This design comes from an exercise in tuning for small area, a short achievable clock period and few clock cycles per item on the open sky130 flow, not from production work. Function was checked by simulation only, so behaviour that the tests miss may differ from the original.

==> design.v <==
module st4_temporal (
    input  wire        clk,
    input  wire        rst,
    input  wire        in_valid,
    output wire        in_ready,
    input  wire [19:0] in_c,         
    input  wire [23:0] in_hist,      
    input  wire [7:0]  in_tau,       
    input  wire        in_pad,       
    input  wire        in_restart,   
    input  wire        in_tnr,       
    input  wire        in_rtc,       
    input  wire        in_gap_k0,    
    input  wire [8:0]  in_amin,      
    input  wire [15:0] in_tlo,       
    input  wire [15:0] in_thi,       
    input  wire [11:0] in_kmax,      
    input  wire [17:0] in_rate,      
    output reg         out_valid,
    output reg  [19:0] out_z,        
    output reg  [23:0] out_hist,     
    output reg         out_sat,      
    output reg         out_clamp     
);
    assign in_ready = 1'b1;
    localparam [16:0] KD = 17'd78125;
    reg        r0_valid;
    reg [19:0] r0_c;
    reg [19:0] r0_h;         
    reg [3:0]  r0_age;       
    reg [7:0]  r0_tau;
    reg        r0_pad, r0_tnr, r0_kon;
    reg [8:0]  r0_amin;
    reg [15:0] r0_tlo, r0_thi;
    reg [11:0] r0_kmax;
    reg [17:0] r0_rate;
    always @(posedge clk) begin
        if (rst) r0_valid <= 1'b0;
        else     r0_valid <= in_valid;
        r0_c    <= in_c;
        r0_h    <= in_restart ? 20'd0 : in_hist[23:4];
        r0_age  <= in_restart ? 4'd0 : in_hist[3:0];
        r0_tau  <= in_tau;
        r0_pad  <= in_pad;
        r0_tnr  <= in_tnr;
        r0_kon  <= in_rtc & ~in_gap_k0;
        r0_amin <= in_amin;
        r0_tlo  <= in_tlo;
        r0_thi  <= in_thi;
        r0_kmax <= in_kmax;
        r0_rate <= in_rate;
    end
    wire        s1_a0   = (r0_age == 4'd0);
    wire signed [20:0] s1_dr = $signed({r0_c[19], r0_c}) - $signed({r0_h[19], r0_h});
    wire signed [20:0] s1_d  = s1_a0 ? 21'sd0 : s1_dr;
    wire        [20:0] s1_m  = s1_d[20] ? -s1_d : s1_d;
    wire        [15:0] s1_tspan = r0_thi - r0_tlo;
    wire        [21:0] s1_hm    = {6'd0, r0_thi} - {1'b0, s1_m};
    wire        [21:0] s1_lm    = {6'd0, r0_tlo} - {1'b0, s1_m};
    wire               s1_ge_hi = s1_hm[21] | (s1_hm == 22'd0);   
    wire               s1_le_lo = ~s1_lm[21];                     
    wire        [15:0] s1_u     = (!r0_tnr || s1_ge_hi) ? 16'd0 :
                                  s1_le_lo ? s1_tspan : s1_hm[15:0];
    reg [8:0] s1_agelo;
    always @(*) begin
        case (r0_age)
            4'd0:  s1_agelo = 9'd256;
            4'd1:  s1_agelo = 9'd128;
            4'd2:  s1_agelo = 9'd85;
            4'd3:  s1_agelo = 9'd64;
            4'd4:  s1_agelo = 9'd51;
            4'd5:  s1_agelo = 9'd43;
            4'd6:  s1_agelo = 9'd37;
            4'd7:  s1_agelo = 9'd32;
            4'd8:  s1_agelo = 9'd28;
            4'd9:  s1_agelo = 9'd26;
            4'd10: s1_agelo = 9'd23;
            4'd11: s1_agelo = 9'd21;
            4'd12: s1_agelo = 9'd20;
            4'd13: s1_agelo = 9'd18;
            4'd14: s1_agelo = 9'd17;
            default: s1_agelo = 9'd16;
        endcase
    end
    wire [8:0] s1_alo   = (r0_amin > s1_agelo) ? r0_amin : s1_agelo;
    wire [8:0] s1_aspan = 9'd256 - s1_alo;
    wire [26:0] s1_n = {r0_tau, 1'b0} * r0_rate + 27'd39062;
    wire [3:0] s1_agen = r0_pad ? 4'd0 : s1_a0 ? 4'd1 :
                         (r0_age == 4'd15) ? 4'd15 : r0_age + 4'd1;
    reg        r1_valid;
    reg [19:0] r1_c;
    reg [20:0] r1_dh;        
    reg [15:0] r1_u;
    reg [7:0]  r1_aspan;
    reg [15:0] r1_tspan;
    reg [3:0]  r1_agen;
    reg        r1_pad;
    reg [26:0] r1_n;
    reg [11:0] r1_kmax;
    reg        r1_kon;
    always @(posedge clk) begin
        if (rst) r1_valid <= 1'b0;
        else     r1_valid <= r0_valid;
        r1_c     <= r0_c;
        r1_dh    <= r0_pad ? {1'b0, r0_h} : s1_d;
        r1_u     <= s1_u;
        r1_aspan <= s1_aspan[7:0];
        r1_tspan <= s1_tspan;
        r1_agen  <= s1_agen;
        r1_pad   <= r0_pad;
        r1_n     <= s1_n;
        r1_kmax  <= r0_kmax;
        r1_kon   <= r0_kon;
    end
    wire [23:0] s2_x = r1_aspan * r1_u + {9'd0, r1_tspan[15:1]} - {23'd0, ~r1_tspan[0]};
    reg [26:0] s2_kr;
    reg [10:5] s2_kq;
    integer j;
    always @(*) begin
        s2_kr = r1_n;
        for (j = 10; j >= 5; j = j - 1) begin
            if (s2_kr >= ({10'd0, KD} << j)) begin
                s2_kr = s2_kr - ({10'd0, KD} << j);
                s2_kq[j] = 1'b1;
            end else
                s2_kq[j] = 1'b0;
        end
    end
    reg        r2_valid;
    reg [19:0] r2_c;
    reg [20:0] r2_dh;
    reg [23:0] r2_x;
    reg [15:0] r2_tspan;
    reg [3:0]  r2_agen;
    reg        r2_pad;
    reg [21:0] r2_kr;
    reg [10:5] r2_kq;
    reg [11:0] r2_kmax;
    reg        r2_kon;
    always @(posedge clk) begin
        if (rst) r2_valid <= 1'b0;
        else     r2_valid <= r1_valid;
        r2_c     <= r1_c;
        r2_dh    <= r1_dh;
        r2_x     <= s2_x;
        r2_tspan <= r1_tspan;
        r2_agen  <= r1_agen;
        r2_pad   <= r1_pad;
        r2_kr    <= s2_kr[21:0];
        r2_kq    <= s2_kq;
        r2_kmax  <= r1_kmax;
        r2_kon   <= r1_kon;
    end
    reg [23:0] s3_x;
    reg [7:5]  s3_q;
    integer i3;
    always @(*) begin
        s3_x = r2_x;
        for (i3 = 7; i3 >= 5; i3 = i3 - 1) begin
            if (s3_x >= ({8'd0, r2_tspan} << i3)) begin
                s3_x = s3_x - ({8'd0, r2_tspan} << i3);
                s3_q[i3] = 1'b1;
            end else
                s3_q[i3] = 1'b0;
        end
    end
    reg [21:0] s3_kr;
    reg [4:0]  s3_kq;
    integer j3;
    always @(*) begin
        s3_kr = r2_kr;
        for (j3 = 4; j3 >= 0; j3 = j3 - 1) begin
            if (s3_kr >= ({5'd0, KD} << j3)) begin
                s3_kr = s3_kr - ({5'd0, KD} << j3);
                s3_kq[j3] = 1'b1;
            end else
                s3_kq[j3] = 1'b0;
        end
    end
    wire [10:0] s3_ku    = {r2_kq, s3_kq};
    wire        s3_clamp = {1'b0, s3_ku} > r2_kmax;
    wire [10:0] s3_k     = !r2_kon ? 11'd0 : s3_clamp ? r2_kmax[10:0] : s3_ku;
    reg        r3_valid;
    reg [19:0] r3_c;
    reg [20:0] r3_dh;
    reg [20:0] r3_x;
    reg [7:5]  r3_q;
    reg [15:0] r3_tspan;
    reg [3:0]  r3_agen;
    reg        r3_pad;
    reg [10:0] r3_k;
    reg        r3_clamp;
    always @(posedge clk) begin
        if (rst) r3_valid <= 1'b0;
        else     r3_valid <= r2_valid;
        r3_c     <= r2_c;
        r3_dh    <= r2_dh;
        r3_x     <= s3_x[20:0];
        r3_q     <= s3_q;
        r3_tspan <= r2_tspan;
        r3_agen  <= r2_agen;
        r3_pad   <= r2_pad;
        r3_k     <= s3_k;
        r3_clamp <= s3_clamp;
    end
    reg [20:0] s4_x;
    reg [4:2]  s4_q;
    integer i4;
    always @(*) begin
        s4_x = r3_x;
        for (i4 = 4; i4 >= 2; i4 = i4 - 1) begin
            if (s4_x >= ({5'd0, r3_tspan} << i4)) begin
                s4_x = s4_x - ({5'd0, r3_tspan} << i4);
                s4_q[i4] = 1'b1;
            end else
                s4_q[i4] = 1'b0;
        end
    end
    reg        r4_valid;
    reg [19:0] r4_c;
    reg [20:0] r4_dh;
    reg [17:0] r4_x;
    reg [7:2]  r4_q;
    reg [15:0] r4_tspan;
    reg [3:0]  r4_agen;
    reg        r4_pad;
    reg [10:0] r4_k;
    reg        r4_clamp;
    always @(posedge clk) begin
        if (rst) r4_valid <= 1'b0;
        else     r4_valid <= r3_valid;
        r4_c     <= r3_c;
        r4_dh    <= r3_dh;
        r4_x     <= s4_x[17:0];
        r4_q     <= {r3_q, s4_q};
        r4_tspan <= r3_tspan;
        r4_agen  <= r3_agen;
        r4_pad   <= r3_pad;
        r4_k     <= r3_k;
        r4_clamp <= r3_clamp;
    end
    reg [17:0] s5_x;
    reg [1:0]  s5_q;
    integer i5;
    always @(*) begin
        s5_x = r4_x;
        for (i5 = 1; i5 >= 0; i5 = i5 - 1) begin
            if (s5_x >= ({2'd0, r4_tspan} << i5)) begin
                s5_x = s5_x - ({2'd0, r4_tspan} << i5);
                s5_q[i5] = 1'b1;
            end else
                s5_q[i5] = 1'b0;
        end
    end
    reg        r5_valid;
    reg [19:0] r5_c;
    reg [20:0] r5_dh;
    reg [7:0]  r5_cq;
    reg [3:0]  r5_agen;
    reg        r5_pad;
    reg [10:0] r5_k;
    reg        r5_clamp;
    always @(posedge clk) begin
        if (rst) r5_valid <= 1'b0;
        else     r5_valid <= r4_valid;
        r5_c     <= r4_c;
        r5_dh    <= r4_dh;
        r5_cq    <= {r4_q, s5_q};
        r5_agen  <= r4_agen;
        r5_pad   <= r4_pad;
        r5_k     <= r4_k;
        r5_clamp <= r4_clamp;
    end
    wire signed [20:0] s6_d  = r5_dh;
    wire signed [29:0] s6_cd = $signed({1'b0, r5_cq}) * s6_d;
    wire signed [29:0] s6_wf = 30'sd128 - s6_cd;
    wire signed [21:0] s6_w  = s6_wf >>> 8;
    wire signed [19:0] s6_y  = $signed(r5_c) + s6_w[19:0];
    wire signed [20:0] s6_t  = s6_d + s6_w[20:0];
    reg        r6_valid;
    reg [19:0] r6_y;         
    reg [20:0] r6_t;         
    reg [3:0]  r6_agen;
    reg        r6_pad;
    reg [10:0] r6_k;
    reg        r6_clamp;
    always @(posedge clk) begin
        if (rst) r6_valid <= 1'b0;
        else     r6_valid <= r5_valid;
        r6_y     <= r5_pad ? r5_dh[19:0] : s6_y;
        r6_t     <= r5_pad ? {1'b0, r5_c} : s6_t;
        r6_agen  <= r5_agen;
        r6_pad   <= r5_pad;
        r6_k     <= r5_k;
        r6_clamp <= r5_clamp;
    end
    wire signed [32:0] s7_kt = $signed({1'b0, r6_k}) * $signed(r6_t);
    wire signed [32:0] s7_zf = s7_kt + $signed({r6_y, 8'd128});
    wire signed [24:0] s7_z  = s7_zf >>> 8;
    wire               s7_hi = (s7_z > 25'sd524287);
    wire               s7_lo = (s7_z < -25'sd524288);
    always @(posedge clk) begin
        if (rst) out_valid <= 1'b0;
        else     out_valid <= r6_valid;
        out_clamp <= r6_clamp;
        out_hist  <= {r6_y, r6_agen};
        if (r6_pad) begin
            out_z   <= r6_t[19:0];
            out_sat <= 1'b0;
        end else begin
            out_z   <= s7_hi ? 20'h7FFFF : s7_lo ? 20'h80000 : s7_z[19:0];
            out_sat <= s7_hi | s7_lo;
        end
    end
endmodule
==> run.sh <==
#!/bin/bash
# synth_recipe.tcl (not shown) runs the flow's synth.tcl, then flattens the netlist and writes it again
# the make line also repeats each setting of config.mk as NAME=value (left out here)
make -C /OpenROAD-flow-scripts/flow DESIGN_CONFIG=/design/flow/config.mk WORK_HOME=/design/flow/orfs CLKGATE_MAP_FILE= SYNTH_SCRIPT=/design/flow/synth_recipe.tcl finish
==> config.mk <==
export PLATFORM = sky130hd
export DESIGN_NAME = st4_temporal
export DESIGN_NICKNAME = st4_temporal
export VERILOG_FILES = /design/flow/design.v
export SDC_FILE = /design/flow/constraint.sdc
export NUM_CORES = 4
export LEC_CHECK = 0
export ABC_AREA = 1
export CAP_MARGIN = 50
export CORE_MARGIN = 2
export CORE_UTILIZATION = 55
export SLEW_MARGIN = 80
==> constraint.sdc <==
create_clock -name core_clock -period 38.0 [get_ports {clk}]
set_input_delay 7.6000 -clock core_clock [delete_from_list [all_inputs] [get_ports {clk}]]
set_output_delay 7.6000 -clock core_clock [all_outputs]
set_load 0.01 [all_outputs]
==> results.sh, run 1 <==
export IMPL_holdWs_ns=0.308
export IMPL_fin_cells=9697
export IMPL_layout_common_cells="nand2_1, inv_1, dfxtp_1, fa_1, ha_1"
export IMPL_min_path_cells=0
export IMPL_die_h_um=338
export IMPL_coreArea_sq_um=111000
export IMPL_wirelength_mm=155
export IMPL_max_freq_mhz=109
export IMPL_cp_end_kind="output pin"
export IMPL_ant_nets=0
export IMPL_die_area_sq_um=114000
export IMPL_design_area_sq_um=69400
export IMPL_area_delta_synth_final_pct=13.3
export IMPL_routed_top_layer="met5"
export IMPL_crit_arrival_ns=1.60
export IMPL_syn_nets=9265
export IMPL_cp_max_fo=1
export IMPL_slowest_delay_ns=0.56
export IMPL_final_common_cell="nand2_1"
export IMPL_first_pass_iters=6
export IMPL_ys_flop_type="dfxtp_1"
export IMPL_final_setup_viol_count=0
export IMPL_wl_met3_mm=6.82
export IMPL_period_share_pct=24.2
export IMPL_clockBufferDepth=3
export IMPL_place_detailed_hpwl_mm=128
export IMPL_startpoint_type="flop"
export IMPL_criticalPathCategory="flop to output pin"
export IMPL_cp_top_family="buffers and inverters"
export IMPL_grt_max_degree=35
export IMPL_overflow=0
export IMPL_drt_met1_wl_mm=67.1
export IMPL_clk_pin_slew_worst_paths_ns=0.06
export IMPL_worst_path_stages=1
export IMPL_antenna_found_initial=11
export IMPL_yosysSeqAreaShare_pct=24.8
export IMPL_root_buffer="clkbuf_16"
export IMPL_hold_path_class="flop to flop"
export IMPL_synth_cells=8025
export IMPL_drc_errors=0
export IMPL_numCtsBuffers=84
export IMPL_nNetsFinal=9376
export IMPL_wl_per_cell_um=16.0
export IMPL_htreeDepth=3
export IMPL_grt_pass1_vias=49765
export IMPL_die_width_um=338
export IMPL_crit_chain="clkdlybuf4s50_1"
export IMPL_async_reset_ff_share_pct=0
export IMPL_avgSynthCellArea_sq_um=7.63
export IMPL_synth_edf_count=0
export IMPL_required_ns=30.40
export IMPL_place_area_sq_um=65800
export IMPL_yosys_warnings=1
export IMPL_status="complete, no violations"
export IMPL_final_max_slew_viol_count=0
export IMPL_layout_drive_gt1_share_pct=9.09
export IMPL_io_pins=179
export IMPL_place_inst=9532
export IMPL_wl_met2_mm=75.9
export IMPL_track_usage_pct=27.7
export IMPL_ys_seq_elements=760
export IMPL_clk_insertion_delay_late_ns=0.67
export IMPL_cts_tree="built"
export IMPL_ctsResizeCount=0
export IMPL_grt_first_pass_wirelength_mm=253
export IMPL_vias_per_cell=5.11
export IMPL_initial_core_util_pct=55.4
export IMPL_drtIter0Drc=2902
export IMPL_synth_cell_type_count=67
export IMPL_fin_tns_setup_ns=0
export IMPL_vias=49573
export IMPL_final_setup_skew_ns=0.0353
export IMPL_slowest_stage="clkdlybuf4s50_1"
export IMPL_io_buffers=177
export IMPL_path_buf_inv=1
export IMPL_finalHoldViolCount=0
export IMPL_ff2ff_path_depth=55
export IMPL_row_count=122
export IMPL_rsz0062_at_grt="no"
export IMPL_cts_setup_buffers=0
export IMPL_period_minus_slack_ns=9.20
export IMPL_maxCapViolCount=0
export IMPL_cts_sinks=760
export IMPL_gp_congestion=0.932
export IMPL_synth_area_sq_um=61200
export IMPL_cts_hold_repair_buffers=0
state kept, by name (all words and copies together), names as in the netlist, 21 cells and up:
register and count:
r1_n 26, out_hist 24, r2_x 24, r1_dh 21
r2_dh 21, r2_kr 21, r3_dh 21, r3_x 21
r4_dh 21, r5_dh 21, r6_t 21
worst paths after layout:
path	from	endpoint	slack, ns
worst min-delay path	r4_c[7]$_DFF_P_	r5_c[7]$_DFF_P_	0.31
worst min register to register	r4_c[7]$_DFF_P_	r5_c[7]$_DFF_P_	0.31
worst max register to register	r2_kr[9]$_DFF_P_	r3_k[5]$_SDFF_PN0_	29.07
worst max-delay path	out_hist[3]$_DFF_P_	out_hist[3]	28.80
cells by family (layout without fill, tap and decap cells):
family	after synthesis	after routing	synth area share (%)
compound gates	877	877	7.92
xor+xnor	348	348	4.98
fa+ha+maj	1109	1109	29.6
buf+inv	1817	1998	11.4
flops	760	760	24.8
other cells	1	4	0.00612
simple gates	3113	3113	21.3
stage by stage:
step / setup slack (ns) / util, %
CTS: 28.74 / 62.3
floorplan: 29.32 / -
detailed placement: 28.82 / 59.6
finish: 28.80 / 62.8
global placement: 27.55 / 58.0
global route: 28.01 / 62.8
cell type report:
cell class / count / area (sq um)
fill: 10003 / 41100
multi-input combinational: 5448 / 40700
sequential: 760 / 15500
inverter: 1592 / 6010
timing repair buffer: 250 / 2400
clock buffer: 106 / 2350
tap: 1488 / 1860
clock inverter: 50 / 647
antenna: 3 / 7.51
Yosys cell counts, drive strengths merged (20+ instances only):
master	count	area share, %
buf	49	0.54
o21bai	49	0.60
o21ai	345	2.8
a31oi	23	0.23
nor2	518	3.4
xor2	243	3.5
nand3	315	2.8
clkbuf	176	1.1
dfxtp	760	25
fa	567	19
xnor2	105	1.5
inv	1584	9.7
nand4	95	0.97
ha	542	11
nor3	55	0.45
a21oi	368	3.1
or2	20	0.20
nand2	2075	13
layer usage:
| layer | vias up | GRT usage [%] |
|---|---|---|
| li1 | 24857 | - |
| met3 | 300 | 3.20 |
| met5 | - | 0 |
| met1 | 23267 | 35.2 |
| met2 | 1141 | 49.1 |
| met4 | 8 | 8.95 |
Testbench counts, summed over its fixed seeds: cycles 32,064, items 32,000.
==> run 2, diff against run 1 <==
--- a/config.mk
+++ b/config.mk
@@ -8,5 +8,6 @@
 export ABC_AREA = 1
-export CAP_MARGIN = 50
+export CAP_MARGIN = 30
 export CORE_MARGIN = 2
 export CORE_UTILIZATION = 55
-export SLEW_MARGIN = 80
+export PLACE_DENSITY = 0.8
+export SLEW_MARGIN = 60
==> results.sh, run 2 <==
export IMPL_status="complete, no violations"
export IMPL_criticalPathCategory="flop to flop"
export IMPL_ant_nets=0
export IMPL_period_share_pct=26.2
export IMPL_synth_cell_type_count=67
export IMPL_drc_errors=0
export IMPL_area_delta_synth_final_pct=9.89
export IMPL_whs_endpoint="r4_agen[1]$_DFF_P_"
export IMPL_clk_pin_slew_worst_paths_ns=0.06
export IMPL_io_pins=179
export IMPL_synth_most_common_cell="nand2_1"
export IMPL_grt_pass1_vias=50669
export IMPL_final_max_slew_viol_count=0
export IMPL_layout_common_cells="nand2_1, inv_1, dfxtp_1, fa_1, ha_1"
export IMPL_max_freq_mhz=100
export IMPL_drt_met1_wl_mm=64.1
export IMPL_routed_top_layer="met5"
export IMPL_htreeDepth=3
export IMPL_synth_top_cell_area_share_pct=24.8
export IMPL_cp_end_kind="flop"
export IMPL_min_path_cells=0
export IMPL_synth_edf_count=0
export IMPL_worst_slew_pin_slew_ns=0.584
export IMPL_top_register="r1_n"
export IMPL_yosysSeqAreaShare_pct=24.8
export IMPL_r2r_end="r4_x[13]$_DFF_P_"
export IMPL_wl_per_cell_um=15.7
export IMPL_die_width_um=338
export IMPL_slowest_delay_ns=0.48
export IMPL_finalHoldViolCount=0
export IMPL_overflow=0
export IMPL_startpoint_type="flop"
export IMPL_cts_setup_buffers=0
export IMPL_gp_congestion=0.939
export IMPL_yosys_warnings=1
export IMPL_drtIter0Drc=3271
export IMPL_die_h_um=338
export IMPL_synth_common_cells="nand2_1, inv_1, dfxtp_1"
export IMPL_cts_tree="built"
export IMPL_clockBufferDepth=3
export IMPL_vias_per_cell=5.25
export IMPL_min_delay_start="r3_agen[1]$_DFF_P_"
export IMPL_final_setup_skew_ns=0.0274
export IMPL_row_count=122
export IMPL_wl_met2_mm=71.7
export IMPL_ys_flop_type="dfxtp_1"
export IMPL_io_buffers=177
export IMPL_required_ns=38.52
export IMPL_r2r_start="r3_tspan[1]$_DFF_P_"
export IMPL_first_pass_iters=5
export IMPL_grt_first_pass_wirelength_mm=248
export IMPL_largest_reg_flops=26
export IMPL_ctsResizeCount=0
export IMPL_avgSynthCellArea_sq_um=7.63
export IMPL_wl_met3_mm=10.6
export IMPL_ff2ff_path_depth=58
export IMPL_synth_cells=8025
export IMPL_nFillCells=9610
export IMPL_nNetsFinal=9323
export IMPL_coreArea_sq_um=111000
export IMPL_wirelength_mm=151
export IMPL_syn_nets=9265
export IMPL_rsz0062_at_grt="no"
export IMPL_async_reset_ff_share_pct=0
export IMPL_antenna_found_initial=11
export IMPL_grt_max_degree=69
export IMPL_largestRegisters="r1_n (26), out_hist (24), r2_x (24)"
export IMPL_maxSlewHeadroom_pct=61.0
export IMPL_clk_insertion_delay_late_ns=0.67
export IMPL_hold_path_class="flop to flop"
export IMPL_track_usage_pct=26.9
export IMPL_numCtsBuffers=82
export IMPL_place_detailed_hpwl_mm=122
export IMPL_cts_sinks=760
export IMPL_synth_area_top_cells="dfxtp_1, fa_1, nand2_1"
export IMPL_cts_hold_repair_buffers=0
export IMPL_synth_top_cell_by_area="dfxtp_1"
export IMPL_final_setup_viol_count=0
export IMPL_final_common_cell="nand2_1"
export IMPL_initial_core_util_pct=55.4
export IMPL_crit_arrival_ns=10.48
export IMPL_regToRegSetupSlack_ns=28.04
export IMPL_fin_tns_setup_ns=0
export IMPL_die_area_sq_um=114000
export IMPL_synth_area_sq_um=61200
export IMPL_ys_seq_elements=760
export IMPL_period_minus_slack_ns=9.96
export IMPL_cp_max_fo=28
export IMPL_vias=50599
export IMPL_slowest_stage="fa_1"
export IMPL_maxCapViolCount=0
export IMPL_layout_drive_gt1_share_pct=5.04
export IMPL_root_buffer="clkbuf_16"
## run 2: cell counts after synthesis
No cell type changed its count.
## run 2: worst max-delay path by stage
stage,from,end,slack [ns],depth (start not counted)
3_3_place_gp,r3_tspan[1]$_DFF_P_,r4_x[17]$_DFF_P_,27.71,56
6_report,r3_tspan[1]$_DFF_P_,r4_x[13]$_DFF_P_,28.04,58
5_1_grt,r3_tspan[1]$_DFF_P_,r4_x[13]$_DFF_P_,26.83,57
4_1_cts,r3_tspan[1]$_DFF_P_,r4_x[13]$_DFF_P_,27.26,56
2_1_floorplan,in_restart,s1_agelo[4]$_SDFF_PP1_,29.32,5
3_5_place_dp,r3_tspan[1]$_DFF_P_,r4_x[13]$_DFF_P_,27.33,56
## run 2: through the flow
step	worst slack, ns	cells	hold slack, ns	util (%)	area (sq um)
6_report	28.04	9641	0.319	60.9	67300
2_1_floorplan	29.32	8025	0.310	-	61200
3_3_place_gp	27.71	9485	0.310	57.9	64000
3_5_place_dp	27.33	9487	0.312	58.0	64100
5_1_grt	26.83	9641	0.324	60.9	67300
4_1_cts	27.26	9639	0.314	60.9	67300
## run 2: critical path: cells and delay by family (launching register included)
family	cells	cell delay (ns)
AO/OA/AOI/OAI	31	5.18
AND/OR/NAND/NOR	17	1.85
buffers and inverters	7	1.28
adder cells (fa/ha/maj)	3	1.11
flip-flops	1	0.38
## run 2: kinds of logic (layout without fill, tap and decap cells)
family / count (synthesis) / in the layout / synth area share [%]
compound gates: 877 / 877 / 7.92
xor+xnor: 348 / 348 / 4.98
fa+ha+maj: 1109 / 1109 / 29.6
buf+inv: 1817 / 1943 / 11.4
flops: 760 / 760 / 24.8
other cells: 1 / 3 / 0.00612
simple gates: 3113 / 3113 / 21.3
## run 2: final cells by class
| type | count | area (sq um) | share of cell area, % |
|---|---|---|---|
| Multi-Input combinational cell | 5448 | 39100 | 58.2 |
| Sequential cell | 760 | 15300 | 22.7 |
| Inverter | 1592 | 5980 | 8.88 |
| Clock buffer | 104 | 2300 | 3.41 |
| Timing Repair Buffer | 199 | 1930 | 2.87 |
| Tap cell | 1488 | 1860 | 2.77 |
| Clock inverter | 48 | 836 | 1.24 |
| Antenna cell | 2 | 5.00 | 0.00744 |
## run 2: per-layer routing
metal | track usage [%] | up-vias
li1 | - | 24764
met1 | 34.5 | 23830
met2 | 46.1 | 1653
met3 | 4.32 | 346
met4 | 8.64 | 6
met5 | 0 | -
==> run 3, diff against run 2 <==
--- a/config.mk
+++ b/config.mk
@@ -8,6 +8,5 @@
 export ABC_AREA = 1
-export CAP_MARGIN = 30
+export CAP_MARGIN = 20
 export CORE_MARGIN = 2
 export CORE_UTILIZATION = 55
-export PLACE_DENSITY = 0.8
-export SLEW_MARGIN = 60
+export SLEW_MARGIN = 20
==> results.sh, run 3 <==
export IMPL_wl_per_cell_um=15.9
export IMPL_die_area_sq_um=114000
export IMPL_io_buffers=177
export IMPL_cts_tree="built"
export IMPL_criticalPathCategory="flop to flop"
export IMPL_synth_cells=8025
export IMPL_htreeDepth=3
export IMPL_crit_arrival_ns=11.22
export IMPL_layout_drive_gt1_share_pct=4.54
export IMPL_vias=49437
export IMPL_cts_sinks=760
export IMPL_first_pass_iters=6
export IMPL_coreArea_sq_um=111000
export IMPL_min_path_cells=0
export IMPL_cts_hold_repair_buffers=0
export IMPL_row_count=122
export IMPL_max_freq_mhz=93.9
export IMPL_synth_cell_type_count=67
export IMPL_grt_pass1_vias=49415
export IMPL_final_common_cell="nand2_1"
export IMPL_synth_most_common_cell="nand2_1"
export IMPL_hold_path_class="flop to flop"
export IMPL_cp_end_kind="flop"
export IMPL_slowest_delay_ns=0.53
export IMPL_grt_first_pass_wirelength_mm=251
export IMPL_status="complete, no violations"
export IMPL_cts_setup_buffers=0
export IMPL_synth_area_sq_um=61200
export IMPL_place_detailed_hpwl_mm=127
export IMPL_layout_common_cells="nand2_1, inv_1, dfxtp_1, fa_1, ha_1"
export IMPL_clk_pin_slew_worst_paths_ns=0.07
export IMPL_synth_edf_count=0
export IMPL_track_usage_pct=27.5
export IMPL_numCtsBuffers=84
export IMPL_period_share_pct=28.0
export IMPL_vias_per_cell=5.12
export IMPL_ant_nets=0
export IMPL_final_setup_skew_ns=0.0241
export IMPL_yosysSeqAreaShare_pct=24.8
export IMPL_nNetsFinal=9328
export IMPL_wirelength_mm=153
export IMPL_ys_flop_type="dfxtp_1"
export IMPL_maxCapViolCount=0
export IMPL_syn_nets=9265
export IMPL_root_buffer="clkbuf_16"
export IMPL_synth_area_top_cells="dfxtp_1, fa_1, nand2_1"
export IMPL_die_h_um=338
export IMPL_overflow=0
export IMPL_async_reset_ff_share_pct=0
export IMPL_largestRegisters="r1_n (26), out_hist (24), r2_x (24)"
export IMPL_design_area_sq_um=67000
export IMPL_io_pins=179
export IMPL_drtIter0Drc=2876
export IMPL_drc_errors=0
export IMPL_slowest_stage="clkinv_1"
export IMPL_initial_core_util_pct=55.4
export IMPL_place_area_sq_um=64100
export IMPL_maxSlewHeadroom_pct=26.1
export IMPL_ys_seq_elements=760
export IMPL_final_setup_viol_count=0
export IMPL_area_delta_synth_final_pct=9.39
export IMPL_final_max_slew_viol_count=0
export IMPL_required_ns=38.57
export IMPL_avgSynthCellArea_sq_um=7.63
export IMPL_synth_top_cell_area_share_pct=24.8
export IMPL_period_minus_slack_ns=10.65
export IMPL_clk_insertion_delay_late_ns=0.67
export IMPL_top_register="r1_n"
export IMPL_fin_tns_setup_ns=0
export IMPL_cpMostUsedCell="a21oi_1"
export IMPL_yosys_warnings=1
export IMPL_clockBufferDepth=3
export IMPL_worst_slew_pin_slew_ns=1.11
export IMPL_rsz0062_at_grt="no"
export IMPL_antenna_found_initial=9
export IMPL_synth_top_cell_by_area="dfxtp_1"
export IMPL_synth_common_cells="nand2_1, inv_1, dfxtp_1"
export IMPL_startpoint_type="flop"
export IMPL_grt_max_degree=69
export IMPL_finalHoldViolCount=0
export IMPL_gp_congestion=0.932
export IMPL_largest_reg_flops=26
export IMPL_ff2ff_path_depth=56
export IMPL_die_width_um=338
export IMPL_cp_max_fo=28
export IMPL_ctsResizeCount=0
## run 3: cell types whose count changed in the layout (fill, tap and decap cells not counted), sizes merged
cell / before / now
bufinv: 19 / 6
clkinv: 19 / 23
buf: 23 / 25
clkinvlp: 1 / 9
clkdlybuf4s50: 176 / 177
diode: 2 / 3
inv: 1601 / 1604
clkbuf: 104 / 105
## run 3: area by class of cell
class / instances / area [sq um]
Timing Repair Buffer: 202 / 1960
Fill cell: 10205 / 43500
Inverter: 1592 / 5980
Clock buffer: 105 / 2310
Tap cell: 1488 / 1860
Clock inverter: 50 / 581
Sequential cell: 760 / 15200
Antenna cell: 3 / 7.51
Multi-Input combinational cell: 5448 / 39100
## run 3: cells by family after synthesis
logic type	after synthesis	synth area share, %
AOI/OAI and AO/OA	877	7.92
xor gates and xnor gates	348	4.98
other	1	0.00612
adders and majority gates	1109	29.6
and+or+nand+nor	3113	21.3
buffers and inverters	1817	11.4
DFF	760	24.8
## run 3: per-layer routing
layer  vias to the layer above  routed length (um)  track usage, %
li1                      24773                   -               -
met1                     23240               67000            34.5
met2                      1110               74400            48.5
met3                       310                6680            3.30
met4                         4                5220            9.62
met5                         -                  24               0
## run 3: per-stage QoR
stage / hold slack, ns / setup slack, ns / std cells / util (%)
floorplan: 0.310 / 29.32 / 8025 / -
global placement: 0.310 / 27.55 / 9490 / 58.0
detailed placement: 0.312 / 27.31 / 9490 / 58.0
CTS: 0.309 / 27.31 / 9645 / 60.6
global route: 0.320 / 25.64 / 9645 / 60.6
finish: 0.316 / 27.35 / 9648 / 60.6
## run 3: worst paths after layout
path | start | slack (ns) | to
worst max-delay path | r3_tspan[1]$_DFF_P_ | 27.35 | r4_x[17]$_DFF_P_
worst min-delay path | r1_c[3]$_DFF_P_ | 0.32 | r2_c[3]$_DFF_P_
worst max register to register | r3_tspan[1]$_DFF_P_ | 27.35 | r4_x[17]$_DFF_P_
worst min register to register | r1_c[3]$_DFF_P_ | 0.32 | r2_c[3]$_DFF_P_
## run 3: worst max-delay path: cells and delay by family, from the launching register on
kind                     cells  cell delay (ns)
AO/OA/AOI/OAI               31             5.73
adder cells (fa/ha/maj)      3             0.92
buffers and inverters        7             1.77
flip-flops                   1             0.37
AND/OR/NAND/NOR             15             1.75

re-timing with driven ports:
Ports are ideal in the flow. The routed layouts listed here were re-timed in OpenROAD.
Step 1 sets driving cells, clkbuf_16 on the clock port and buf_2 on the other inputs (assumed; they add their load-dependent delay and slew).
Step 2, shift: input delay + t, output delay - t, t = (earliest + latest rising clock arrival at the registers) / 2. This alone moves slack from input paths to output paths.
Three values: ideal, step 1, step 2; two values: the first two.
| run | t, ns | setup slack, ns | latest minus earliest clock arrival (ns) |
|---|---|---|---|
| run 1 | 0.727 | 28.801 / 28.726 / 28.778 | 0.040 / 0.040 |
| run 2 | 0.735 | 28.041 / 28.041 / 28.041 | 0.028 / 0.028 |
| run 3 | 0.734 | 27.355 / 27.355 / 27.355 | 0.029 / 0.030 |
After both steps every run listed still meets setup and hold. For run 1, which loses most, drivers alone change the setup slack by -0.075 ns; drivers and shift together by -0.023 ns.
